Background: an optimization exercise with open tools, aiming at small area, a short achievable clock period and few clock cycles. Do not read the settings as production practice.
Function was checked by simulation only, so behaviour that the tests miss may differ from the original.
No activity file was given, so power comes from the tool's default toggle rates.

==> flow/design.v <==
module click_seq (
    input             clk,
    input             rst,
    input             start,
    input      [9:0]  start_entry,
    input             start_react,
    input      [15:0] start_src,
    input      [2:0]  start_sev,
    input             stop,
    input             retire,
    input      [24:0] step_limit,
    output            imem_en,
    output     [9:0]  imem_addr,
    input      [38:0] imem_rdata,
    output            imem_we,
    output     [38:0] imem_wdata,
    output            obj_req,
    output     [2:0]  obj_op,
    output     [27:0] obj_addr,
    output            obj_hi,
    output     [63:0] obj_wdata,
    input             obj_ack,
    input      [7:0]  obj_status,
    input      [31:0] obj_rdata,
    output            tx_abort,
    input      [31:0] ft_now,
    input      [23:0] evt_set,
    input      [23:0] evt_clr,
    output     [23:0] evt,
    output     [2:0]  state,
    output     [9:0]  pc,
    output     [2:0]  flags,
    output     [3:0]  depth,
    output     [7:0]  fault,
    output     [7:0]  last_status,
    output            fault_raise,
    input      [2:0]  dbg_sel,
    output     [31:0] dbg_rdata
);
    localparam [2:0] SQ_STOPPED = 3'd0, SQ_RUNNING = 3'd1, SQ_WAITING = 3'd2,
                     SQ_FAULTED = 3'd3, SQ_RETIRED = 3'd4;
    localparam [3:0] F_STOPPED = 4'd0, F_FAULTED = 4'd1, F_RETIRED = 4'd2,
                     F_FETCH   = 4'd3, F_EXEC    = 4'd4, F_ACCESS  = 4'd5,
                     F_WAITT   = 4'd6, F_WAITE   = 4'd7;
    localparam [4:0] OP_HALT = 5'h00, OP_LDI  = 5'h01, OP_ADD  = 5'h02,
                     OP_SUB  = 5'h03, OP_AND  = 5'h04, OP_OR   = 5'h05,
                     OP_CMP  = 5'h06, OP_BR   = 5'h07, OP_LDO  = 5'h08,
                     OP_STO  = 5'h09, OP_WAITT= 5'h0A, OP_WAITE= 5'h0B,
                     OP_EMIT = 5'h0C, OP_TXB  = 5'h0D, OP_TXC  = 5'h0E,
                     OP_CALL = 5'h0F, OP_RET  = 5'h10;
    localparam [2:0] ACC_LDO = 3'd0, ACC_STO = 3'd1, ACC_TXB = 3'd2,
                     ACC_TXC = 3'd3, ACC_EMIT = 3'd4;
    localparam [7:0] FLT_ILLEGAL = 8'h01, FLT_STACK = 8'h02, FLT_PC_END = 8'h03,
                     FLT_STEP_LIMIT = 8'h04, FLT_PROG_UE = 8'h05;
    reg [3:0]  fsm;
    reg [9:0]  pc_r;
    reg [31:0] g [0:7];
    reg        fz, fc, fn;
    reg [9:0]  stk [0:7];
    reg [3:0]  sp;
    reg [23:0] evt_r;
    reg [7:0]  fault_r;
    reg [7:0]  last_status_r;
    reg [24:0] steps;
    reg        tx_held;
    reg        tx_abort_r;
    reg        fault_raise_r;
    reg [31:0] ir;
    reg [31:0] wait_target;
    reg        wait_nolimit;
    reg [2:0]  req_op;
    reg [27:0] req_addr;
    reg        req_hi;
    reg [63:0] req_wdata;
    reg [5:0]  syn;
    reg        par_err;
    reg [38:0] cw_fix;
    reg        sec_single;
    reg        sec_double;
    integer    p, j;
    always @* begin
        syn = imem_rdata[37:32];
        j = 0;
        for (p = 1; p < 39; p = p + 1) begin
            if ((p & (p - 1)) != 0) begin
                if (imem_rdata[j])
                    syn = syn ^ p[5:0];
                j = j + 1;
            end
        end
        par_err = ^imem_rdata;
        cw_fix = imem_rdata;
        sec_single = 1'b0;
        sec_double = 1'b0;
        if (par_err) begin
            if (syn == 6'd0) begin
                cw_fix[38] = ~imem_rdata[38];
                sec_single = 1'b1;
            end else begin
                j = 0;
                for (p = 1; p < 39; p = p + 1) begin
                    if ((p & (p - 1)) != 0) begin
                        if (syn == p[5:0]) begin
                            cw_fix[j] = ~imem_rdata[j];
                            sec_single = 1'b1;
                        end
                        j = j + 1;
                    end
                end
                for (p = 0; p < 6; p = p + 1) begin
                    if (syn == (6'd1 << p)) begin
                        cw_fix[32 + p] = ~imem_rdata[32 + p];
                        sec_single = 1'b1;
                    end
                end
                if (!sec_single)
                    sec_double = 1'b1;    
            end
        end else if (syn != 6'd0) begin
            sec_double = 1'b1;
        end
    end
    wire [31:0] ins   = cw_fix[31:0];
    wire [4:0]  i_op  = ins[31:27];
    wire [2:0]  i_rd  = ins[26:24];
    wire [2:0]  i_ra  = ins[23:21];
    wire        i_i   = ins[20];
    wire [2:0]  i_rb  = ins[19:17];
    wire        i_h   = ins[16];
    wire [15:0] i_imm = ins[15:0];
    wire [31:0] va  = g[i_ra];
    wire [31:0] vb  = g[i_rb];
    wire [31:0] vd  = g[i_rd];
    wire [31:0] op2 = i_i ? {16'd0, i_imm} : vb;
    wire rd_z  = (i_rd == 3'd0);
    wire ra_z  = (i_ra == 3'd0);
    wire rb_z  = (i_rb == 3'd0);
    wire imm_z = (i_imm == 16'd0);
    wire op2_ok = i_i ? rb_z : imm_z;
    reg illegal;
    always @* begin
        case (i_op)
            OP_HALT, OP_TXB, OP_RET:
                illegal = (ins[26:0] != 27'd0);
            OP_LDI:
                illegal = !(ra_z && !i_i && rb_z);
            OP_ADD, OP_SUB, OP_AND, OP_OR, OP_WAITE:
                illegal = !(!i_h && op2_ok);
            OP_CMP:
                illegal = !(rd_z && !i_h && op2_ok);
            OP_BR:
                illegal = !(ra_z && !i_i && rb_z && !i_h && i_imm[15:10] == 6'd0 && i_rd != 3'd7);
            OP_LDO:
                illegal = !(!i_i && rb_z && i_imm[15:8] == 8'd0);
            OP_STO:
                illegal = !(!i_h && i_imm[15:8] == 8'd0 && (!i_i || rb_z));
            OP_WAITT:
                illegal = i_h ? !(rd_z && !i_i && rb_z && imm_z)
                              : !(rd_z && ra_z && op2_ok);
            OP_EMIT:
                illegal = !(rd_z && !i_i && !i_h && i_imm[15:4] == 12'd0);
            OP_TXC:
                illegal = !(rd_z && ra_z && !i_h && op2_ok);
            OP_CALL:
                illegal = !(ins[26:16] == 11'd0 && i_imm[15:10] == 6'd0);
            default:
                illegal = 1'b1;
        endcase
    end
    reg br_take;
    always @* begin
        case (i_rd)
            3'd0: br_take = 1'b1;
            3'd1: br_take = fz;
            3'd2: br_take = !fz;
            3'd3: br_take = fc;
            3'd4: br_take = !fc;
            3'd5: br_take = fn;
            3'd6: br_take = !fn;
            default: br_take = 1'b0;
        endcase
    end
    wire stack_err = (i_op == OP_CALL && sp == 4'd8) || (i_op == OP_RET && sp == 4'd0);
    reg [31:0] alu;
    always @* begin
        case (i_op)
            OP_LDI: alu = i_h ? {i_imm, vd[15:0]} : {16'd0, i_imm};
            OP_ADD: alu = va + op2;
            OP_SUB: alu = va - op2;
            OP_AND: alu = va & op2;
            default: alu = va | op2;
        endcase
    end
    wire [9:0]  pc_next = pc_r + 10'd1;
    wire        at_end  = (pc_r == 10'd1023);
    wire [27:0] obj_num = va[27:0] + {20'd0, i_imm[7:0]};
    wire [2:0]  w_rd   = ir[26:24];
    wire [2:0]  w_ra   = ir[23:21];
    wire [23:0] e_hit  = evt_r & g[w_ra][23:0];
    wire [31:0] t_diff = ft_now - wait_target;
    wire        t_done = !t_diff[31];
    wire [23:0] evt_take = (fsm == F_WAITE && !rst && !retire && !stop) ? e_hit : 24'd0;
    integer k;
    always @(posedge clk) begin
        tx_abort_r    <= 1'b0;
        fault_raise_r <= 1'b0;
        if (rst) begin
            fsm           <= F_STOPPED;
            pc_r          <= 10'd0;
            for (k = 0; k < 8; k = k + 1) begin
                g[k]   <= 32'd0;
                stk[k] <= 10'd0;
            end
            fz            <= 1'b0;
            fc            <= 1'b0;
            fn            <= 1'b0;
            sp            <= 4'd0;
            fault_r       <= 8'd0;
            last_status_r <= 8'd0;
            steps         <= 25'd0;
            tx_held       <= 1'b0;
            ir            <= 32'd0;
            wait_target   <= 32'd0;
            wait_nolimit  <= 1'b0;
            req_op        <= 3'd0;
            req_addr      <= 28'd0;
            req_hi        <= 1'b0;
            req_wdata     <= 64'd0;
        end else if (retire && fsm != F_RETIRED) begin
            fsm        <= F_RETIRED;
            tx_held    <= 1'b0;
            tx_abort_r <= tx_held;
        end else if (stop && fsm != F_RETIRED) begin
            fsm        <= F_STOPPED;
            tx_held    <= 1'b0;
            tx_abort_r <= tx_held;
        end else begin
            case (fsm)
                F_STOPPED, F_FAULTED: begin
                    if (start) begin
                        fsm     <= F_FETCH;
                        pc_r    <= start_entry;
                        for (k = 0; k < 8; k = k + 1)
                            g[k] <= 32'd0;
                        if (start_react) begin
                            g[0] <= {16'd0, start_src};
                            g[1] <= {29'd0, start_sev};
                        end
                        fz      <= 1'b0;
                        fc      <= 1'b0;
                        fn      <= 1'b0;
                        sp      <= 4'd0;
                        fault_r <= 8'd0;
                        steps   <= 25'd0;
                    end
                end
                F_RETIRED: ;
                F_FETCH: begin
                    if (steps >= step_limit) begin
                        fsm           <= F_FAULTED;
                        fault_r       <= FLT_STEP_LIMIT;
                        fault_raise_r <= 1'b1;
                        tx_held       <= 1'b0;
                        tx_abort_r    <= tx_held;
                    end else begin
                        fsm <= F_EXEC;
                    end
                end
                F_EXEC: begin
                    ir <= ins;
                    if (sec_double || illegal || stack_err) begin
                        fsm           <= F_FAULTED;
                        fault_r       <= sec_double ? FLT_PROG_UE :
                                         illegal    ? FLT_ILLEGAL : FLT_STACK;
                        fault_raise_r <= 1'b1;
                        tx_held       <= 1'b0;
                        tx_abort_r    <= tx_held;
                    end else begin
                        steps <= steps + 25'd1;
                        fsm   <= F_FETCH;
                        pc_r  <= pc_next;
                        if (at_end) begin
                            fsm           <= F_FAULTED;
                            pc_r          <= pc_r;
                            fault_r       <= FLT_PC_END;
                            fault_raise_r <= 1'b1;
                            tx_held       <= 1'b0;
                            tx_abort_r    <= tx_held;
                        end
                        case (i_op)
                            OP_HALT: begin
                                fsm        <= F_STOPPED;
                                pc_r       <= pc_r;
                                fault_r    <= fault_r;
                                fault_raise_r <= 1'b0;
                                tx_held    <= 1'b0;
                                tx_abort_r <= tx_held;
                            end
                            OP_LDI, OP_ADD, OP_SUB, OP_AND, OP_OR:
                                g[i_rd] <= alu;
                            OP_CMP: begin
                                fz <= (va == op2);
                                fc <= (va < op2);
                                fn <= ($signed(va) < $signed(op2));
                            end
                            OP_BR: begin
                                if (br_take) begin
                                    fsm     <= F_FETCH;
                                    pc_r    <= i_imm[9:0];
                                    fault_r <= fault_r;
                                    fault_raise_r <= 1'b0;
                                    tx_held    <= tx_held;
                                    tx_abort_r <= 1'b0;
                                end
                            end
                            OP_CALL: begin
                                stk[sp[2:0]] <= pc_next;
                                sp      <= sp + 4'd1;
                                fsm     <= F_FETCH;
                                pc_r    <= i_imm[9:0];
                                fault_r <= fault_r;
                                fault_raise_r <= 1'b0;
                                tx_held    <= tx_held;
                                tx_abort_r <= 1'b0;
                            end
                            OP_RET: begin
                                sp      <= sp - 4'd1;
                                fsm     <= F_FETCH;
                                pc_r    <= stk[sp[2:0] - 3'd1];
                                fault_r <= fault_r;
                                fault_raise_r <= 1'b0;
                                tx_held    <= tx_held;
                                tx_abort_r <= 1'b0;
                            end
                            OP_LDO, OP_STO, OP_TXB, OP_TXC, OP_EMIT: begin
                                steps      <= steps;
                                fsm        <= F_ACCESS;
                                pc_r       <= pc_r;
                                fault_r    <= fault_r;
                                fault_raise_r <= 1'b0;
                                tx_held    <= tx_held;
                                tx_abort_r <= 1'b0;
                                req_addr   <= 28'd0;
                                req_hi     <= 1'b0;
                                req_wdata  <= 64'd0;
                                case (i_op)
                                    OP_LDO: begin
                                        req_op   <= ACC_LDO;
                                        req_addr <= obj_num;
                                        req_hi   <= i_h;
                                    end
                                    OP_STO: begin
                                        req_op    <= ACC_STO;
                                        req_addr  <= obj_num;
                                        req_wdata <= {i_i ? 32'd0 : vb, vd};
                                    end
                                    OP_TXB:
                                        req_op <= ACC_TXB;
                                    OP_TXC: begin
                                        req_op    <= ACC_TXC;
                                        req_wdata <= {32'd0, op2};
                                    end
                                    default: begin
                                        req_op    <= ACC_EMIT;
                                        req_addr  <= {21'd0, va[6:0]};
                                        req_wdata <= {vb, 28'd0, i_imm[3:0]};
                                    end
                                endcase
                            end
                            OP_WAITT, OP_WAITE: begin
                                steps      <= steps;
                                fsm        <= (i_op == OP_WAITT) ? F_WAITT : F_WAITE;
                                pc_r       <= pc_r;
                                fault_r    <= fault_r;
                                fault_raise_r <= 1'b0;
                                tx_held    <= tx_held;
                                tx_abort_r <= 1'b0;
                                wait_target  <= (i_op == OP_WAITT && i_h) ? va : ft_now + op2;
                                wait_nolimit <= (i_op == OP_WAITE) && (op2 == 32'd0);
                            end
                            default: ;
                        endcase
                    end
                end
                F_ACCESS: begin
                    if (obj_ack) begin
                        last_status_r <= obj_status;
                        fz <= (obj_status == 8'h00);
                        if (req_op == ACC_LDO && obj_status == 8'h00)
                            g[w_rd] <= obj_rdata;
                        if (req_op == ACC_TXB)
                            tx_held <= (obj_status == 8'h00);
                        if (req_op == ACC_TXC)
                            tx_held <= 1'b0;
                        steps <= steps + 25'd1;
                        if (at_end) begin
                            fsm           <= F_FAULTED;
                            fault_r       <= FLT_PC_END;
                            fault_raise_r <= 1'b1;
                            tx_held       <= 1'b0;
                            tx_abort_r    <= (req_op == ACC_TXB) ? (obj_status == 8'h00) :
                                             (req_op == ACC_TXC) ? 1'b0 : tx_held;
                        end else begin
                            fsm  <= F_FETCH;
                            pc_r <= pc_next;
                        end
                    end
                end
                F_WAITT, F_WAITE: begin
                    if (fsm == F_WAITE && e_hit != 24'd0)
                        g[w_rd] <= {8'd0, e_hit};
                    if ((fsm == F_WAITE && e_hit != 24'd0) ||
                        (!wait_nolimit && t_done)) begin
                        if (!(fsm == F_WAITE && e_hit != 24'd0))
                            if (fsm == F_WAITE)
                                g[w_rd] <= 32'd0;
                        steps <= 25'd0;
                        if (at_end) begin
                            fsm           <= F_FAULTED;
                            fault_r       <= FLT_PC_END;
                            fault_raise_r <= 1'b1;
                            tx_held       <= 1'b0;
                            tx_abort_r    <= tx_held;
                        end else begin
                            fsm  <= F_FETCH;
                            pc_r <= pc_next;
                        end
                    end
                end
                default: fsm <= F_STOPPED;
            endcase
        end
    end
    always @(posedge clk) begin
        if (rst)
            evt_r <= 24'd0;
        else
            evt_r <= (evt_r & ~evt_clr & ~evt_take) | evt_set;
    end
    assign imem_en    = (fsm == F_FETCH) && !(steps >= step_limit) && !rst && !stop && !retire;
    assign imem_addr  = pc_r;
    assign imem_we    = (fsm == F_EXEC) && sec_single && !rst && !stop && !retire;
    assign imem_wdata = cw_fix;
    assign obj_req   = (fsm == F_ACCESS);
    assign obj_op    = req_op;
    assign obj_addr  = req_addr;
    assign obj_hi    = req_hi;
    assign obj_wdata = req_wdata;
    assign tx_abort  = tx_abort_r;
    assign evt = evt_r;
    assign state = (fsm == F_STOPPED) ? SQ_STOPPED :
                   (fsm == F_FAULTED) ? SQ_FAULTED :
                   (fsm == F_RETIRED) ? SQ_RETIRED :
                   (fsm == F_WAITT || fsm == F_WAITE ||
                    (fsm == F_ACCESS && req_op == ACC_TXC)) ? SQ_WAITING : SQ_RUNNING;
    assign pc          = pc_r;
    assign flags       = {fn, fc, fz};
    assign depth       = sp;
    assign fault       = fault_r;
    assign last_status = last_status_r;
    assign fault_raise = fault_raise_r;
    assign dbg_rdata   = g[dbg_sel];
endmodule
==> flow/run.sh <==
#!/bin/bash
# synth_recipe.tcl (not shown) runs the flow's synth.tcl, then flattens the netlist and writes it again
# the make line also repeats each setting of config.mk as NAME=value (left out here)
make -C /OpenROAD-flow-scripts/flow DESIGN_CONFIG=/design/flow/config.mk WORK_HOME=/design/flow/orfs CLKGATE_MAP_FILE= SYNTH_SCRIPT=/design/flow/synth_recipe.tcl finish
==> flow/config.mk <==
export PLATFORM = sky130hd
export DESIGN_NAME = click_seq
export DESIGN_NICKNAME = click_seq
export VERILOG_FILES = /design/flow/design.v
export SDC_FILE = /design/flow/constraint.sdc
export NUM_CORES = 4
export LEC_CHECK = 0
export CAP_MARGIN = 20
export CORE_MARGIN = 2
export CORE_UTILIZATION = 40
export SLEW_MARGIN = 20
==> flow/constraint.sdc <==
create_clock -name core_clock -period 12.0 [get_ports {clk}]
set_input_delay 2.4000 -clock core_clock [delete_from_list [all_inputs] [get_ports {clk}]]
set_output_delay 2.4000 -clock core_clock [all_outputs]
set_load 0.01 [all_outputs]
==> impl_metrics.tcl <==
set metrics [dict create \
    period_minus_slack_ps 11420 \
    status "no timing/DRC/antenna violations" \
    cts_hold_buf 0 \
    syn_area_um2 43100 \
    setup_slack_ps 583 \
    path_max_fanout 22 \
    areaGrowthSynthToFinish_pct 22.8 \
    hold_viol 0 \
    postSynthCellCount 4417 \
    synth.distinct_cells 100 \
    synthAdderAreaFrac_pct 5.92 \
    drtIter0Drc 5779 \
    grt_overflow 0 \
    avgRoutedWirePerCell_um 31.5 \
    postCtsSetupRepairBufs 0 \
    cts.sinks 562 \
    rsz0062_at_grt "false" \
    leakagePower_nw 19.9 \
    core_area_um2 107000 \
    drcViolationCount 0 \
    slowest_stage "a211oi_1" \
    die_w_um 332 \
    synth_top_family_by_area "multiplexers" \
    cts_max_level 3 \
    setup_violations 0 \
    yosysWarnings 1 \
    clk_latency_ps 680 \
    holdCritPathClass "flip-flop to flip-flop" \
    async_flop_share_pct 0 \
    end_kind "flip-flop" \
    synth_area_leaders "edfxtp_1 23%, mux4_2 15%, dfxtp_1 10%" \
    grt_pass1_vias 39144 \
    numCtsBuffers 70 \
    worstSetupPathType "input pin to flip-flop" \
    portBuffers 464 \
    grt_util_all_layers_pct 35.2 \
    muxShareOfSynthArea_pct 19.5 \
    finalNetCount 5332 \
    synth_nets 4841 \
    place_area_um2 50500 \
    yosys.area_share.simple_pct 15.3 \
    clockBufferDepth 3 \
    report.power.total_w 0.00813 \
    cts_root_buf "clkbuf_16" \
    start_kind "input pin" \
    crit_top_cell "a21oi_1" \
    antenna_found_initial 17 \
    clkTransAtPathRegs_ps 60 \
    grt_pass1_wl_um 283000 \
    relSlewSlack_pct 23.8 \
    synth_compound_area_share_pct 16.3 \
    synth_top_area_share_pct 23.4 \
    pre_cts_slack_ps 340 \
    arrival_ps 11800 \
    wirelength_um 201000 \
    grt_max_degree 74 \
    fp-row-count 120 \
    dr.pass1.iters 6 \
    synth.avg_cell_area_um2 9.76 \
    postCtsResizedCells 0 \
    ys_ff_latch 562 \
    drive_above_1_share_pct 16.5 \
    dieArea_um2 110000 \
    slew_viol_final 0 \
    slowest_delay_ps 610 \
    p_per_area_nw_per_um2 154 \
    fin_setup_tns_ps 0 \
    worst_pin_slew_ps 1140 \
    synth_edf_count 336 \
    layout_worst_path_cycle_share_pct 95.1 \
    crit_required_ps 12380 \
    gp_congestion 1.03 \
    irDropWorstVdd_v 0.000103 \
    seq_area_frac_synth_pct 33.9 \
    hpwl_um 149000 \
    avgViaCountPerCell 6.52 \
    fmax_mhz 87.6 \
    yosys.area_share.xor_xnor_pct 4.07 \
    fin_area_um2 53000 \
    ant_nets 0 \
    synth_top_area_cell "edfxtp_1" \
    fin_skew_ps 43.1 \
    synthFlopType "edfxtp_1" \
    cap_violations 0 \
    cts_tree "done" \
    die_y_um 332 \
    start_util_pct 40.3 \
    via_count 41543 \
    ios 465 \
]
-- area by class of cell --
type,instances,area [um^2]
multi-input combinational,3321,26500
fill,9945,54100
antenna,1,2.50
clock buffer,87,1920
tap,1403,1760
timing repair buffer,727,6750
clock inverter,42,537
inverter,226,848
sequential,562,14600
-- routing by layer --
layer	track usage [%]	vias up	wire, um
li1	-	17625	-
met1	46.3	20444	77600
met2	52.2	2920	85100
met3	12.6	534	27100
met4	15.5	20	10600
met5	0	-	173
-- flip-flops by register name, indices dropped and copies added, names as in the netlist, named ones only --
| signal | count |
|---|---|
| tx_abort_r | 1 |
| req_addr | 28 |
| ir | 6 |
| last_status_r | 8 |
| req_wdata | 64 |
| fz | 1 |
| steps | 25 |
| fault_r | 8 |
| evt_r | 24 |
| pc_r | 10 |
| wait_target | 32 |
| sp | 4 |
| g | 256 |
| req_op | 3 |
| tx_held | 1 |
| wait_nolimit | 1 |
| fsm | 3 |
| req_hi | 1 |
| fn | 1 |
| fault_raise_r | 1 |
| fc | 1 |
| stk | 80 |
-- cells in the mapped netlist (13+ instances only) --
cell / count
nor2_1: 602
a21oi_1: 337
edfxtp_1: 336
nand2_1: 336
mux4_2: 290
dfxtp_1: 226
inv_1: 218
clkbuf_1: 214
ha_1: 196
o21ai_0: 126
mux2i_1: 124
xnor2_1: 102
nand3_1: 93
a211oi_1: 87
a21o_1: 66
or3_1: 56
mux2_2: 55
nor3_1: 55
a31oi_1: 48
xor2_1: 47
nand4_1: 41
nor4_1: 41
buf_1: 35
a221oi_1: 34
o22ai_1: 34
buf_2: 33
o221ai_1: 30
and3_1: 28
nand2b_1: 28
and2_1: 27
o2bb2ai_1: 27
a22oi_1: 26
o21bai_1: 24
buf_4: 22
or4_1: 22
o21a_1: 21
nor2b_1: 20
a22o_1: 19
nor3b_1: 18
o31ai_1: 18
nand4b_1: 14
a311oi_1: 13
o211ai_1: 13
-- final timing paths --
kind	end	slack, ps	start	cells after the start
worst max-delay path	g[0][21]$_SDFFCE_PN0P_	580	imem_rdata[19]	31
worst min-delay path	wait_target[1]$_SDFFE_PP0P_	450	wait_target[1]$_SDFFE_PP0P_	2
worst max register to register	g[1][23]$_SDFFCE_PN0P_	4940	flip-flop	16
worst min register to register	wait_target[1]$_SDFFE_PP0P_	450	wait_target[1]$_SDFFE_PP0P_	2
-- stage by stage --
step / instances / hold WS (ps) / util (%)
detailed placement: 6239 / 442 / 47.2
global placement: 6238 / 440 / 47.1
finish: 6369 / 449 / 49.5
global route: 6368 / 463 / 49.5
CTS: 6368 / 450 / 49.5
floorplan: 4417 / 432 / -
-- power breakdown --
group          total [W]  internal [W]  switching [W]
registers        0.00219       0.00211      0.0000835
clock network    0.00230       0.00137       0.000938
logic            0.00364       0.00131        0.00232
-- placed cells by master, fill, tap and decap left out, drive strengths merged, types with 18 or more instances in the layout --
cell type | Yosys | layout
a211oi | 88 | 88
a21o | 66 | 66
a21oi | 338 | 338
a221oi | 36 | 36
a22o | 19 | 19
a22oi | 26 | 26
a31oi | 48 | 48
and2 | 27 | 27
and3 | 28 | 28
buf | 94 | 267
clkbuf | 214 | 87
clkdlybuf4s50 | 0 | 460
clkinv | 2 | 25
dfxtp | 226 | 226
edfxtp | 336 | 336
ha | 196 | 196
inv | 224 | 230
mux2 | 55 | 55
mux2i | 124 | 124
mux4 | 290 | 290
nand2 | 336 | 336
nand2b | 28 | 28
nand3 | 96 | 96
nand4 | 41 | 41
nor2 | 604 | 604
nor2b | 20 | 20
nor3 | 56 | 56
nor3b | 18 | 18
nor4 | 50 | 50
o21a | 21 | 21
o21ai | 132 | 132
o21bai | 25 | 25
o221ai | 30 | 30
o22ai | 34 | 34
o2bb2ai | 27 | 27
o31ai | 18 | 18
or3 | 56 | 56
or4 | 23 | 23
xnor2 | 107 | 107
xor2 | 50 | 50
-- critical path, delay by kind of cell --
family                   cells  cell delay (ps)
multiplexers                 3             1030
adder cells (fa/ha/maj)      1              500
AND/OR/NAND/NOR              3              290
buffers and inverters        6             1630
XOR/XNOR                     6             2700
AO/OA/AOI/OAI               12             3180
-- logic make-up after synthesis --
kind of cell             Yosys count
multiplexers                     469
adder cells (fa/ha/maj)          201
AND/OR/NAND/NOR                 1424
flip-flops                       562
buffers and inverters            534
AO/OA/AOI/OAI                   1057
XOR/XNOR                         170
Testbench counts, summed over its fixed seeds: cycles 215,625.

afterwards: timing with drivers on the ports:
Ports are ideal in the flow. The routed layout listed here was re-timed in OpenROAD. Step 1 sets driving cells, clkbuf_16 on the clock port and buf_2 on the other inputs (assumed; they add their load-dependent delay and slew). Step 2 moves the port delays by t, midway between the first and last clock arrival at a register: inputs arrive t later, outputs are due t later. That takes back most of the time a late clock gives input paths. a / b / c = ideal / step 1 / step 2; a / b = the first two.
t (ns): 0.734
setup slack, ns: 0.583 / 0.633 / -0.101
worst setup path at the end: input to register
worst register clock-pin slew, ns: 0.08 / 0.08
pins driven straight from the clock port: 1
With both steps, setup timing fails in this run, where it was met with ideal ports. The setup slack of this run moves by +0.050 ns with the drivers and by -0.684 ns with both steps.
